This is an optimization exercise on Yosys and OpenROAD, whose aim is small area, a short achievable clock period and few clock cycles per item, not a production implementation. In this exercise RTL edits were held to simulation tests only and were not proved equivalent to the original.

==> flow/design.v (outline; a module is shown in full before it is edited, if it fits) <==
// module drover_pid_rsh: 69 lines
// module drover_pid_bdig: 10 lines
// module drover_pid_bdigz: 10 lines
// module drover_pid_fa: 7 lines
// module drover_pid_ha: 7 lines
// module drover_pid_ao2: 7 lines
// module drover_pid_ao4: 7 lines
// module drover_pid_mule: 1146 lines
// module drover_pid_add33: 170 lines
// module drover_pid_add34: 175 lines
// module drover_pid_add36: 186 lines
// module drover_pid_add64: 335 lines
// module drover_pid_lt32: 140 lines
// module drover_pid_lt36: 157 lines
// module drover_pid_msb36: 163 lines
// module drover_pid: 175 lines
module drover_pid (
    input  wire        clk,
    input  wire        rst,           
    input  wire        in_valid,
    output wire        in_ready,
    input  wire        first,         
    input  wire        loser,         
    input  wire        bank_changed,  
    input  wire        preset_en,     
    input  wire [2:0]  mode,          
    input  wire [31:0] a,             
    input  wire [31:0] b,             
    input  wire [31:0] sel,           
    input  wire [31:0] preset,        
    input  wire [31:0] kp,
    input  wire [4:0]  kp_sh,
    input  wire [31:0] ki,
    input  wire [4:0]  ki_sh,
    input  wire [31:0] kd,
    input  wire [4:0]  kd_sh,
    input  wire [31:0] kf,
    input  wire [4:0]  kf_sh,
    input  wire [31:0] out_lo,
    input  wire [31:0] out_hi,
    output reg         out_valid,
    output wire [31:0] y,
    output reg         sat
);
  // ...
==> flow/run.sh <==
#!/bin/bash
# synth_recipe.tcl (not shown) runs the flow's synth.tcl, then flattens the netlist and writes it again
# the make line also repeats each setting of config.mk as NAME=value (left out here)
make -C /OpenROAD-flow-scripts/flow DESIGN_CONFIG=/design/flow/config.mk WORK_HOME=/design/flow/orfs CLKGATE_MAP_FILE= SYNTH_SCRIPT=/design/flow/synth_recipe.tcl finish
==> flow/config.mk <==
export PLATFORM = sky130hd
export DESIGN_NAME = drover_pid
export DESIGN_NICKNAME = drover_pid
export VERILOG_FILES = /design/flow/design.v
export SDC_FILE = /design/flow/constraint.sdc
export NUM_CORES = 8
export LEC_CHECK = 0
export CAP_MARGIN = 20
export CORE_MARGIN = 2
export CORE_UTILIZATION = 55
export CTS_CLUSTER_DIAMETER = 60
export CTS_CLUSTER_SIZE = 10
export SLEW_MARGIN = 20
export SYNTH_HIERARCHICAL = 1
export SYNTH_MINIMUM_KEEP_SIZE = 0
==> flow/constraint.sdc <==
create_clock -name core_clock -period 90.0 [get_ports {clk}]
set_input_delay 18.0000 -clock core_clock [delete_from_list [all_inputs] [get_ports {clk}]]
set_output_delay 18.0000 -clock core_clock [all_outputs]
set_load 0.01 [all_outputs]
==> results.cfg, run 1 <==
[status]
status = no timing/DRC/antenna violations

[route]
dr.pass1.iters = 9
totalWireLength_microns = 573800

[worst_setup_path]
crit_fanout = 2
crit_slowest_cell = clkdlybuf4s50_1
worst_ep_arrival_time_ns = 1.80
r2r-end = st_f[15]
slowest_delay_ns = 0.55
worst-setup-path-type = flip-flop to output pin

[sta]
relSlewSlack_pct = 17.72
hold_violations = 0
finalCritPeriodShare_pct = 22.00

[finish]
drive_above_1_share_pct = 14.81
finalNonFillerCells = 18500
fin_area_sq_um = 161300
design.seq.count = 920
syn_to_final_growth_pct = 4.114
multi_input_gates = 12480
sh_seq_area_pct = 12.14
antenna_cells = 2

[cts]
clk_latency_ns = 0.88
cts_root_buf = clkbuf_16
htreeDepth = 3
cts_tree = done
cts_buffers = 121

[global_route]
antenna_found_initial = 7

[synth]
yosysWarningCount = 7

[floorplanning]
initial_core_util_pct = 55.39

[power]
Testbench counts, summed over its fixed seeds: cycles 12,024, items 12,000.
==> module drover_pid_rsh, before the edit <==
module drover_pid_rsh #(
    parameter N     = 34,
    parameter EXACT = 0
) (
    input  wire [63:0]  x,
    input  wire [4:0]   s,
    output wire [N-1:0] y,
    output wire         rb,
    output wire         pos,    
    output wire         neg     
);
    wire        sgn = x[63];
    wire [95:0]   xe = {{31{sgn}}, x, 1'b0};
    wire [3:0]    h  = {s[3] & s[2], s[3] & ~s[2], ~s[3] & s[2], ~s[3] & ~s[2]};
    wire [3:0]    l  = {s[1] & s[0], s[1] & ~s[0], ~s[1] & s[0], ~s[1] & ~s[0]};
    wire [N+15:0] z1;
    wire [N+3:0]  z2;
    wire [N:0]    z;
    genvar i;
    generate
        for (i = 0; i < N + 16; i = i + 1) begin : g_z1
            drover_pid_ao2 u_m (.s({s[4], ~s[4]}), .d({xe[i + 16], xe[i]}), .y(z1[i]));
        end
        for (i = 0; i < N + 4; i = i + 1) begin : g_z2
            drover_pid_ao4 u_m (.s(h), .d({z1[i + 12], z1[i + 8], z1[i + 4], z1[i]}), .y(z2[i]));
        end
        for (i = 0; i < N + 1; i = i + 1) begin : g_z3
            drover_pid_ao4 u_m (.s(l), .d({z2[i + 3], z2[i + 2], z2[i + 1], z2[i]}), .y(z[i]));
        end
    endgenerate
    wire [29:0] lm;             
    wire [30:0] hm;             
    wire [63:0] t   = x ^ {64{sgn}};
    generate
        for (i = 0; i < 30; i = i + 1) begin : g_lm
            assign lm[i] = (s > i + 1);
        end
        for (i = 0; i < 31; i = i + 1) begin : g_hm
            if (N - 1 + i < 64) begin : g_in
                assign hm[i] = t[N - 1 + i] & (s <= i);
            end else begin : g_out
                assign hm[i] = 1'b0;
            end
        end
    endgenerate
    wire        sticky = |(x[29:0] & lm);
    assign      rb     = z[0] & (~sgn | sticky);
    wire        hi_bad;
    generate
        if (N + 30 <= 63) begin : g_top
            assign hi_bad = (|hm) | (|t[63:N+30]);
        end else begin : g_notop
            assign hi_bad = |hm;
        end
    endgenerate
    wire [N-1:0] satv = {sgn, {(N-1){~sgn}}};
    wire [N-1:0] sh   = hi_bad ? satv : z[N:1];
    assign pos = ~sgn & ((|sh) | rb);
    assign neg = sgn & ~((&sh) & rb);
    generate
        if (EXACT) begin : g_exact
            wire [N-1:0] w   = z[N:1];
            wire [N-1:0] sum = w + {{(N-1){1'b0}}, rb};
            assign y = hi_bad ? satv : (~w[N-1] & sum[N-1]) ? w : sum;
        end else begin : g_plain
            assign y = sh;
        end
    endgenerate
endmodule
==> module drover_pid, before the edit <==
module drover_pid (
    input  wire        clk,
    input  wire        rst,           
    input  wire        in_valid,
    output wire        in_ready,
    input  wire        first,         
    input  wire        loser,         
    input  wire        bank_changed,  
    input  wire        preset_en,     
    input  wire [2:0]  mode,          
    input  wire [31:0] a,             
    input  wire [31:0] b,             
    input  wire [31:0] sel,           
    input  wire [31:0] preset,        
    input  wire [31:0] kp,
    input  wire [4:0]  kp_sh,
    input  wire [31:0] ki,
    input  wire [4:0]  ki_sh,
    input  wire [31:0] kd,
    input  wire [4:0]  kd_sh,
    input  wire [31:0] kf,
    input  wire [4:0]  kf_sh,
    input  wire [31:0] out_lo,
    input  wire [31:0] out_hi,
    output reg         out_valid,
    output wire [31:0] y,
    output reg         sat
);
    assign in_ready = 1'b1;
    reg [31:0] st_i;    
    reg [31:0] st_m;    
    reg [31:0] st_f;    
    reg [31:0] st_u;    
    assign y = st_u;
    wire        trk_in = mode[1] & loser;
    wire [15:0] kp_one, kp_two, kp_neg, ki_one, ki_two, ki_neg, kd_one, kd_two, kd_neg;
    wire [32:0] kp_x = {kp, 1'b0}, ki_x = {ki, 1'b0}, kd_x = {kd, 1'b0};
    genvar j;
    generate
        for (j = 0; j < 16; j = j + 1) begin : g_enc
            drover_pid_bdig  u_p (.b2(kp_x[2*j+2]), .b1(kp_x[2*j+1]), .b0(kp_x[2*j]), .inv(mode[0]),
                                  .one(kp_one[j]), .two(kp_two[j]), .neg(kp_neg[j]));
            drover_pid_bdig  u_i (.b2(ki_x[2*j+2]), .b1(ki_x[2*j+1]), .b0(ki_x[2*j]), .inv(mode[0]),
                                  .one(ki_one[j]), .two(ki_two[j]), .neg(ki_neg[j]));
            drover_pid_bdigz u_d (.b2(kd_x[2*j+2]), .b1(kd_x[2*j+1]), .b0(kd_x[2*j]), .inv(mode[0]),
                                  .zero(first), .one(kd_one[j]), .two(kd_two[j]), .neg(kd_neg[j]));
        end
    endgenerate
    reg        v0, first0, trk0, bump0, pe0;
    reg [31:0] a0, b0, x0, kf0, lo0, hi0;
    reg [15:0] p1_0, p2_0, pn_0, i1_0, i2_0, in_0, d1_0, d2_0, dn_0;
    reg [4:0]  kp_sh0, ki_sh0, kd_sh0, kf_sh0;
    always @(posedge clk) begin
        v0     <= in_valid & ~rst;
        first0 <= first;
        trk0   <= trk_in;
        bump0  <= mode[2] & bank_changed;
        pe0    <= preset_en;
        a0     <= a;
        b0     <= b;
        x0     <= trk_in ? sel : preset;
        kf0    <= kf;
        lo0    <= out_lo;
        hi0    <= out_hi;
        p1_0   <= kp_one;  p2_0 <= kp_two;  pn_0 <= kp_neg;
        i1_0   <= ki_one;  i2_0 <= ki_two;  in_0 <= ki_neg;
        d1_0   <= kd_one;  d2_0 <= kd_two;  dn_0 <= kd_neg;
        kp_sh0 <= kp_sh;   ki_sh0 <= ki_sh; kd_sh0 <= kd_sh;  kf_sh0 <= kf_sh;
    end
    wire [32:0] d_ab, d_mb;
    drover_pid_add33 u_sub_ab (.a({a0[31], a0}), .b(~{b0[31], b0}), .ci(1'b1), .s(d_ab), .co());
    drover_pid_add33 u_sub_mb (.a({st_m[31], st_m}), .b(~{b0[31], b0}), .ci(1'b1), .s(d_mb), .co());
    wire [63:0] x_p, x_i, x_d;
    drover_pid_mule u_mul_p (.a(d_ab), .one(p1_0), .two(p2_0), .neg(pn_0), .p(x_p));
    drover_pid_mule u_mul_i (.a(d_ab), .one(i1_0), .two(i2_0), .neg(in_0), .p(x_i));
    drover_pid_mule u_mul_d (.a(d_mb), .one(d1_0), .two(d2_0), .neg(dn_0), .p(x_d));
    wire [33:0] p_s;
    wire [32:0] inc_s;
    wire [31:0] d_s;
    wire        p_rb, i_rb, i_pos, i_neg;
    drover_pid_rsh #(.N(34), .EXACT(0)) u_rsh_p (.x(x_p), .s(kp_sh0), .y(p_s), .rb(p_rb), .pos(), .neg());
    drover_pid_rsh #(.N(33), .EXACT(0)) u_rsh_i (.x(x_i), .s(ki_sh0), .y(inc_s), .rb(i_rb), .pos(i_pos), .neg(i_neg));
    drover_pid_rsh #(.N(32), .EXACT(1)) u_rsh_d (.x(x_d), .s(kd_sh0), .y(d_s), .rb(), .pos(), .neg());
    wire        x_lo, x_hi;
    drover_pid_lt32 u_cmp_xl (.a(x0), .b(lo0), .lt(x_lo));
    drover_pid_lt32 u_cmp_xh (.a(hi0), .b(x0), .lt(x_hi));
    wire [31:0] x_cl = x_lo ? lo0 : x_hi ? hi0 : x0;
    wire [15:0] kf_one, kf_two, kf_neg;
    wire [32:0] kf_x = {kf0, 1'b0};
    generate
        for (j = 0; j < 16; j = j + 1) begin : g_enc_f
            drover_pid_bdigz u_f (.b2(kf_x[2*j+2]), .b1(kf_x[2*j+1]), .b0(kf_x[2*j]), .inv(1'b0),
                                  .zero(~v0), .one(kf_one[j]), .two(kf_two[j]), .neg(kf_neg[j]));
        end
    endgenerate
    reg        v1, first1, trk1, bump1, pe1, p_rb1, i_rb1, i_pos1, i_neg1;
    reg [33:0] p1;
    reg [32:0] inc1;
    reg [31:0] d1, lo1, hi1, x1;
    reg [15:0] f1_1, f2_1, fn_1;
    reg [4:0]  kf_sh1;
    always @(posedge clk) begin
        v1     <= v0 & ~rst;
        first1 <= first0 & v0;          
        f1_1   <= kf_one;                 
        f2_1   <= kf_two;
        fn_1   <= kf_neg;
        kf_sh1 <= kf_sh0;
        trk1   <= trk0;  bump1 <= bump0;  pe1  <= pe0;
        p1     <= p_s;   p_rb1 <= p_rb;
        inc1   <= inc_s; i_rb1 <= i_rb;   i_pos1 <= i_pos;  i_neg1 <= i_neg;
        d1     <= d_s;
        lo1    <= lo0;   hi1   <= hi0;    x1   <= x_cl;
        if (v0) st_m <= b0;
    end
    wire [31:0] f0 = first1 ? 32'd0 : st_f;
    wire [32:0] fd;
    drover_pid_add33 u_sub_fd (.a({d1[31], d1}), .b(~{f0[31], f0}), .ci(1'b1), .s(fd), .co());
    wire [63:0] x_f;
    drover_pid_mule u_mul_f (.a(fd), .one(f1_1), .two(f2_1), .neg(fn_1), .p(x_f));
    wire [32:0] fstep;
    wire        f_rb;
    drover_pid_rsh #(.N(33), .EXACT(0)) u_rsh_f (.x(x_f), .s(kf_sh1), .y(fstep), .rb(f_rb), .pos(), .neg());
    wire [33:0] fsum;
    drover_pid_add34 u_add_f (.a({{2{f0[31]}}, f0}), .b({fstep[32], fstep}), .ci(f_rb), .s(fsum), .co());
    wire [31:0] f_new = (fsum[33:31] == 3'b000 || fsum[33:31] == 3'b111) ? fsum[31:0] :
                        fsum[33] ? 32'h80000000 : 32'h7FFFFFFF;
    reg        v2, first2, trk2, bump2, pe2, p_rb2, i_rb2, i_pos2, i_neg2;
    reg [33:0] p2;
    reg [32:0] inc2;
    reg [31:0] lo2, hi2, x2;
    always @(posedge clk) begin
        v2     <= v1 & ~rst;
        first2 <= first1; trk2 <= trk1; bump2 <= bump1; pe2 <= pe1;
        p2     <= p1;     p_rb2 <= p_rb1;
        inc2   <= inc1;   i_rb2 <= i_rb1; i_pos2 <= i_pos1; i_neg2 <= i_neg1;
        lo2    <= lo1;    hi2  <= hi1;    x2 <= x1;
        st_f   <= f_new;
    end
    wire [35:0] lo36 = {{4{lo2[31]}}, lo2};
    wire [35:0] hi36 = {{4{hi2[31]}}, hi2};
    wire [35:0] pf;
    drover_pid_add36 u_add_pf (.a({{2{p2[33]}}, p2}), .b({{4{st_f[31]}}, st_f}), .ci(p_rb2), .s(pf), .co());
    wire [31:0] i0   = pe2 ? x2 : (first2 ? 32'd0 : st_i);
    wire [31:0] u0   = first2 ? 32'd0 : st_u;
    wire [35:0] i036 = {{4{i0[31]}}, i0};
    wire [35:0] bnd  = i_pos2 ? hi36 : lo36;
    wire        tb_neg;
    drover_pid_msb36 u_hold (.a(pf), .b(i036), .c(~bnd), .ci(i_pos2), .y(tb_neg));
    wire hold = i_pos2 ? ~tb_neg : (i_neg2 & tb_neg);
    wire [35:0] opa  = bump2 ? {{4{u0[31]}}, u0} : i036;
    wire [35:0] opb  = bump2 ? ~pf : {{3{inc2[32]}}, inc2};
    wire [35:0] sum;
    drover_pid_add36 u_add_i (.a(opa), .b(opb), .ci(bump2 | i_rb2), .s(sum), .co());
    wire [35:0] cand = trk2 ? {{4{x2[31]}}, x2} :
                       (hold & ~bump2) ? i036 : sum;
    wire        c_lo, c_hi;
    drover_pid_lt36 u_cmp_cl (.a(cand), .b(lo36), .lt(c_lo));
    drover_pid_lt36 u_cmp_ch (.a(hi36), .b(cand), .lt(c_hi));
    wire [35:0] i_cl = c_lo ? lo36 : c_hi ? hi36 : cand;
    wire [35:0] raw;
    drover_pid_add36 u_add_r (.a(pf), .b(i_cl), .ci(1'b0), .s(raw), .co());
    wire        raw_lo, raw_hi;
    drover_pid_lt36 u_cmp_rl (.a(raw), .b(lo36), .lt(raw_lo));
    drover_pid_lt36 u_cmp_rh (.a(hi36), .b(raw), .lt(raw_hi));
    wire [31:0] u_new  = raw_lo ? lo2 : raw_hi ? hi2 : raw[31:0];
    always @(posedge clk) begin
        out_valid <= v2 & ~rst;
        sat       <= raw_lo | raw_hi;
        if (v2) begin
            st_i <= i_cl[31:0];
            st_u <= u_new;
        end
    end
endmodule
==> run 2: changes to the inputs <==
--- a/flow/design.v
+++ b/flow/design.v
@@ -24,9 +24,6 @@
         for (i = 0; i < N + 4; i = i + 1) begin : g_z2
             drover_pid_ao4 u_m (.s(h), .d({z1[i + 12], z1[i + 8], z1[i + 4], z1[i]}), .y(z2[i]));
         end
-        for (i = 0; i < N + 1; i = i + 1) begin : g_z3
-            drover_pid_ao4 u_m (.s(l), .d({z2[i + 3], z2[i + 2], z2[i + 1], z2[i]}), .y(z[i]));
-        end
     endgenerate
     wire [29:0] lm;             
     wire [30:0] hm;             
@@ -54,18 +51,28 @@
         end
     endgenerate
     wire [N-1:0] satv = {sgn, {(N-1){~sgn}}};
-    wire [N-1:0] sh   = hi_bad ? satv : z[N:1];
-    assign pos = ~sgn & ((|sh) | rb);
-    assign neg = sgn & ~((&sh) & rb);
+    wire [N-1:0] sh;
     generate
         if (EXACT) begin : g_exact
+            for (i = 0; i < N + 1; i = i + 1) begin : g_z3
+                drover_pid_ao4 u_m (.s(l), .d({z2[i + 3], z2[i + 2], z2[i + 1], z2[i]}), .y(z[i]));
+            end
             wire [N-1:0] w   = z[N:1];
             wire [N-1:0] sum = w + {{(N-1){1'b0}}, rb};
-            assign y = hi_bad ? satv : (~w[N-1] & sum[N-1]) ? w : sum;
+            assign sh = hi_bad ? satv : w;
+            assign y  = hi_bad ? satv : (~w[N-1] & sum[N-1]) ? w : sum;
         end else begin : g_plain
-            assign y = sh;
+            wire [3:0] lg = l & {4{~hi_bad}};
+            for (i = 0; i < N + 1; i = i + 1) begin : g_z3
+                drover_pid_ao4o u_m (.s(lg), .d({z2[i + 3], z2[i + 2], z2[i + 1], z2[i]}),
+                                     .k(i == 0 ? 1'b0 : hi_bad & satv[i > 0 ? i - 1 : 0]), .y(z[i]));
+            end
+            assign sh = z[N:1];
+            assign y  = sh;
         end
     endgenerate
+    assign pos = ~sgn & ((|sh) | rb);
+    assign neg = sgn & ~((&sh) & rb);
 endmodule
 module drover_pid_bdig (
     input  wire b2, b1, b0, inv,
@@ -115,6 +122,14 @@
 );
     assign y = (s[0] & d[0]) | (s[1] & d[1]) | (s[2] & d[2]) | (s[3] & d[3]);
 endmodule
+module drover_pid_ao4o (
+    input  wire [3:0] s,    
+    input  wire [3:0] d,
+    input  wire       k,
+    output wire       y
+);
+    assign y = (s[0] & d[0]) | (s[1] & d[1]) | (s[2] & d[2]) | (s[3] & d[3]) | k;
+endmodule
 module drover_pid_mule (
     input  wire [32:0] a,
     input  wire [15:0] one,
@@ -2622,47 +2637,47 @@
     reg [31:0] st_u;    
     assign y = st_u;
     wire        trk_in = mode[1] & loser;
-    wire [15:0] kp_one, kp_two, kp_neg, ki_one, ki_two, ki_neg, kd_one, kd_two, kd_neg;
-    wire [32:0] kp_x = {kp, 1'b0}, ki_x = {ki, 1'b0}, kd_x = {kd, 1'b0};
-    genvar j;
-    generate
-        for (j = 0; j < 16; j = j + 1) begin : g_enc
-            drover_pid_bdig  u_p (.b2(kp_x[2*j+2]), .b1(kp_x[2*j+1]), .b0(kp_x[2*j]), .inv(mode[0]),
-                                  .one(kp_one[j]), .two(kp_two[j]), .neg(kp_neg[j]));
-            drover_pid_bdig  u_i (.b2(ki_x[2*j+2]), .b1(ki_x[2*j+1]), .b0(ki_x[2*j]), .inv(mode[0]),
-                                  .one(ki_one[j]), .two(ki_two[j]), .neg(ki_neg[j]));
-            drover_pid_bdigz u_d (.b2(kd_x[2*j+2]), .b1(kd_x[2*j+1]), .b0(kd_x[2*j]), .inv(mode[0]),
-                                  .zero(first), .one(kd_one[j]), .two(kd_two[j]), .neg(kd_neg[j]));
-        end
-    endgenerate
-    reg        v0, first0, trk0, bump0, pe0;
-    reg [31:0] a0, b0, x0, kf0, lo0, hi0;
-    reg [15:0] p1_0, p2_0, pn_0, i1_0, i2_0, in_0, d1_0, d2_0, dn_0;
+    reg        v0, first0, rev0, trk0, bump0, pe0;
+    reg [31:0] a0, b0, x0, kp0, ki0, kd0, kf0, lo0, hi0;
     reg [4:0]  kp_sh0, ki_sh0, kd_sh0, kf_sh0;
     always @(posedge clk) begin
         v0     <= in_valid & ~rst;
         first0 <= first;
+        rev0   <= mode[0];
         trk0   <= trk_in;
         bump0  <= mode[2] & bank_changed;
         pe0    <= preset_en;
         a0     <= a;
         b0     <= b;
         x0     <= trk_in ? sel : preset;
+        kp0    <= kp;
+        ki0    <= ki;
+        kd0    <= kd;
         kf0    <= kf;
         lo0    <= out_lo;
         hi0    <= out_hi;
-        p1_0   <= kp_one;  p2_0 <= kp_two;  pn_0 <= kp_neg;
-        i1_0   <= ki_one;  i2_0 <= ki_two;  in_0 <= ki_neg;
-        d1_0   <= kd_one;  d2_0 <= kd_two;  dn_0 <= kd_neg;
         kp_sh0 <= kp_sh;   ki_sh0 <= ki_sh; kd_sh0 <= kd_sh;  kf_sh0 <= kf_sh;
     end
+    wire [15:0] kp_one, kp_two, kp_neg, ki_one, ki_two, ki_neg, kd_one, kd_two, kd_neg;
+    wire [32:0] kp_x = {kp0, 1'b0}, ki_x = {ki0, 1'b0}, kd_x = {kd0, 1'b0};
+    genvar j;
+    generate
+        for (j = 0; j < 16; j = j + 1) begin : g_enc
+            drover_pid_bdig  u_p (.b2(kp_x[2*j+2]), .b1(kp_x[2*j+1]), .b0(kp_x[2*j]), .inv(rev0),
+                                  .one(kp_one[j]), .two(kp_two[j]), .neg(kp_neg[j]));
+            drover_pid_bdig  u_i (.b2(ki_x[2*j+2]), .b1(ki_x[2*j+1]), .b0(ki_x[2*j]), .inv(rev0),
+                                  .one(ki_one[j]), .two(ki_two[j]), .neg(ki_neg[j]));
+            drover_pid_bdigz u_d (.b2(kd_x[2*j+2]), .b1(kd_x[2*j+1]), .b0(kd_x[2*j]), .inv(rev0),
+                                  .zero(first0), .one(kd_one[j]), .two(kd_two[j]), .neg(kd_neg[j]));
+        end
+    endgenerate
     wire [32:0] d_ab, d_mb;
     drover_pid_add33 u_sub_ab (.a({a0[31], a0}), .b(~{b0[31], b0}), .ci(1'b1), .s(d_ab), .co());
     drover_pid_add33 u_sub_mb (.a({st_m[31], st_m}), .b(~{b0[31], b0}), .ci(1'b1), .s(d_mb), .co());
     wire [63:0] x_p, x_i, x_d;
-    drover_pid_mule u_mul_p (.a(d_ab), .one(p1_0), .two(p2_0), .neg(pn_0), .p(x_p));
-    drover_pid_mule u_mul_i (.a(d_ab), .one(i1_0), .two(i2_0), .neg(in_0), .p(x_i));
-    drover_pid_mule u_mul_d (.a(d_mb), .one(d1_0), .two(d2_0), .neg(dn_0), .p(x_d));
+    drover_pid_mule u_mul_p (.a(d_ab), .one(kp_one), .two(kp_two), .neg(kp_neg), .p(x_p));
+    drover_pid_mule u_mul_i (.a(d_ab), .one(ki_one), .two(ki_two), .neg(ki_neg), .p(x_i));
+    drover_pid_mule u_mul_d (.a(d_mb), .one(kd_one), .two(kd_two), .neg(kd_neg), .p(x_d));
     wire [33:0] p_s;
     wire [32:0] inc_s;
     wire [31:0] d_s;
@@ -2674,26 +2689,16 @@
     drover_pid_lt32 u_cmp_xl (.a(x0), .b(lo0), .lt(x_lo));
     drover_pid_lt32 u_cmp_xh (.a(hi0), .b(x0), .lt(x_hi));
     wire [31:0] x_cl = x_lo ? lo0 : x_hi ? hi0 : x0;
-    wire [15:0] kf_one, kf_two, kf_neg;
-    wire [32:0] kf_x = {kf0, 1'b0};
-    generate
-        for (j = 0; j < 16; j = j + 1) begin : g_enc_f
-            drover_pid_bdigz u_f (.b2(kf_x[2*j+2]), .b1(kf_x[2*j+1]), .b0(kf_x[2*j]), .inv(1'b0),
-                                  .zero(~v0), .one(kf_one[j]), .two(kf_two[j]), .neg(kf_neg[j]));
-        end
-    endgenerate
     reg        v1, first1, trk1, bump1, pe1, p_rb1, i_rb1, i_pos1, i_neg1;
     reg [33:0] p1;
     reg [32:0] inc1;
     reg [31:0] d1, lo1, hi1, x1;
-    reg [15:0] f1_1, f2_1, fn_1;
+    reg [31:0] kf1;
     reg [4:0]  kf_sh1;
     always @(posedge clk) begin
         v1     <= v0 & ~rst;
         first1 <= first0 & v0;          
-        f1_1   <= kf_one;                 
-        f2_1   <= kf_two;
-        fn_1   <= kf_neg;
+        kf1    <= kf0 & {32{v0}};       
         kf_sh1 <= kf_sh0;
         trk1   <= trk0;  bump1 <= bump0;  pe1  <= pe0;
         p1     <= p_s;   p_rb1 <= p_rb;
@@ -2706,7 +2711,15 @@
     wire [32:0] fd;
     drover_pid_add33 u_sub_fd (.a({d1[31], d1}), .b(~{f0[31], f0}), .ci(1'b1), .s(fd), .co());
     wire [63:0] x_f;
-    drover_pid_mule u_mul_f (.a(fd), .one(f1_1), .two(f2_1), .neg(fn_1), .p(x_f));
+    wire [15:0] kf_one, kf_two, kf_neg;
+    wire [32:0] kf_x = {kf1, 1'b0};
+    generate
+        for (j = 0; j < 16; j = j + 1) begin : g_enc_f
+            drover_pid_bdig u_f (.b2(kf_x[2*j+2]), .b1(kf_x[2*j+1]), .b0(kf_x[2*j]), .inv(1'b0),
+                                 .one(kf_one[j]), .two(kf_two[j]), .neg(kf_neg[j]));
+        end
+    endgenerate
+    drover_pid_mule u_mul_f (.a(fd), .one(kf_one), .two(kf_two), .neg(kf_neg), .p(x_f));
     wire [32:0] fstep;
     wire        f_rb;
     drover_pid_rsh #(.N(33), .EXACT(0)) u_rsh_f (.x(x_f), .s(kf_sh1), .y(fstep), .rb(f_rb), .pos(), .neg());
==> results.cfg, run 2 <==
[route]
vias = 128900
drc_errors = 0
wire_per_inst_microns = 31.65
dr.pass1.iters = 10
totalWireLength_microns = 580500
avgViaCountPerCell = 7.027
ant_nets = 0
drtIter0Drc = 15830

[global_route]
grt_pass1_vias = 133800
grt_max_degree = 90
antenna_found_initial = 12
grt_usage_pct = 39.88
gr-total-overflow = 0
grt_first_pass_wirelength_microns = 862800

[finish]
largestRegisters = p1 x34, p2 x34
layout.nets = 17720
finalNonFillerCells = 18340
nFillCells = 23650
final_common_cell = xnor2_1
syn_to_final_growth_pct = 5.310
fin_area_sq_um = 161100
drive_above_1_share_pct = 14.82
final_cell_mix = 2,347 x xnor2_1, 1,832 x fa_1, 1,383 x a22oi_1

[worst_setup_path]
worst-setup-path-type = flip-flop to output pin
r2r-end = st_f[0]
r2r-start = first1
crit_chain = clkdlybuf4s50_1
slowest_delay_ns = 0.58
path_delay_family = buffers and inverters
cp-start-kind = flip-flop
path_buf_inv = 1
end_kind = output pin
worstPathRequired_ns = 72.00
crit_slowest_cell = clkdlybuf4s50_1
crit_fanout = 2
reg2reg_depth = 62
worst_ep_arrival_time_ns = 1.85
rrSetupSlack_ns = 73.15

[sta]
fmax_ghz = 0.05038
timing.setup.tns_ns = 0
relSlewSlack_pct = 13.46
finalCritPeriodShare_pct = 22.05
rsz0062_at_grt = false
finalMaxSlewViolations = 0
period_needed_ns = 19.85
setup_viol = 0
skew_ns = 0.1052
worst_slew_pin_slew_ns = 1.290
hold_violations = 0

[floorplanning]
coreArea_sq_um = 276500
io_pins = 385
die_w_microns = 531.5
rows = 193
dieHeight_microns = 531.5
initial_core_util_pct = 55.34
die_area_sq_um = 282400

[synth]
syn_avg_cell_area_sq_um = 10.22
yosysWarningCount = 7
synth_cells = 14970
netlist_area_sq_um = 153000

[worst_hold_path]
min_path_cells = 0
hp-start = hi1[3]
hold_path_end = hi2[3]
hold_path.class = flip-flop to flip-flop

[cts]
htreeDepth = 3
clk_pin_slew_ns = 0.06
holdBufCountCts = 0
cts_root_buf = clkbuf_16
clk_latency_ns = 0.92
clkSinkCount = 857
ctsResizeCount = 0
clockBufferDepth = 4
cts_tree = done
cts_buffers = 115
postCtsSetupRepairBufs = 0

[placed_design]
place_congestion = 0.9510
port-buffer-count = 383
dp_cells = 18140
dpl_cell_area_sq_um = 157600
dp_hpwl_microns = 382400

[flow_run]
cap_violations = 0

[status]
status = no timing/DRC/antenna violations
run 2: layer usage:
metal | vias to the layer above | GRT usage, % | part of all wire (%)
met2 | 9291 | 61.35 | 44
met5 | - | 0.1350 | 0.0059
met4 | 4 | 19.14 | 5.3
met3 | 2116 | 10.27 | 11
met1 | 64750 | 52.18 | 39
li1 | 52710 | - | -
run 2: worst register-to-register path: cells and delay by family, from the launching register on:
kind / cells / cell delay (ns)
simple gates: 16 / 3.21
flops: 1 / 0.30
fa+ha+maj: 16 / 5.20
buf+inv: 4 / 1.51
compound gates: 21 / 5.18
xor+xnor: 5 / 1.29
run 2: how the worst max path moves through the flow:
stage | from | end | cells past startpoint
after detailed placement | loser | x0[1] | 3
after floorplan | mode[1] | x0[10] | 3
after CTS | st_u[0] | y[0] | 1
final | st_u[31] | y[31] | 1
after global placement | mode[1] | x0[3] | 3
after global routing | st_u[0] | y[0] | 1
run 2: cell type report:
class,count,area [sq um],area share [%]
diodes,10,25.02,0.01553
clock buffers,156,3114,1.933
clock inverters,30,349.1,0.2166
inverters,427,1603,0.9947
multi-input cells,12370,126300,78.36
flip-flops and latches,857,18140,11.25
well taps,3705,4636,2.877
repair buffers,787,7002,4.345
run 2: through the flow:
stage                     hold WS, ns  utilization [%]  worst slack, ns
after floorplan                0.3096                -            71.03
after detailed placement       0.3121            56.99            70.31
after global routing           0.2512            58.27            70.09
after global placement         0.3105            56.99            70.34
final                          0.2355            58.28            70.15
after CTS                      0.2344            58.25            70.08
Testbench counts of run 2, summed over its fixed seeds: cycles 12,024, items 12,000.

-- afterwards: timing with drivers on the ports --
Ports are ideal in the flow. The routed layouts listed here were re-timed in OpenROAD. Step 1 sets driving cells, clkbuf_16 on the clock port and buf_2 on the other inputs (assumed; they add their load-dependent delay and slew). Step 2 times the ports against the registers' clock, not the clock port: input delays grow and output delays shrink by t, the midpoint of the rising clock arrivals with the driver on. a / b / c = ideal ports / drivers / drivers and shift; a / b = the first two.
run | t, ns | setup slack, ns | latest minus earliest clock arrival (ns) | worst register clock-pin slew, ns
run 1 | 0.948 | 70.203 / 70.102 / 70.187 | 0.086 / 0.087 | 0.06 / 0.06
run 2 | 0.967 | 70.151 / 70.051 / 70.309 | 0.106 / 0.106 | 0.06 / 0.06
After both steps every run listed still meets setup and hold. For run 1, which loses most, drivers alone change the setup slack by -0.101 ns; drivers and shift together by -0.016 ns.
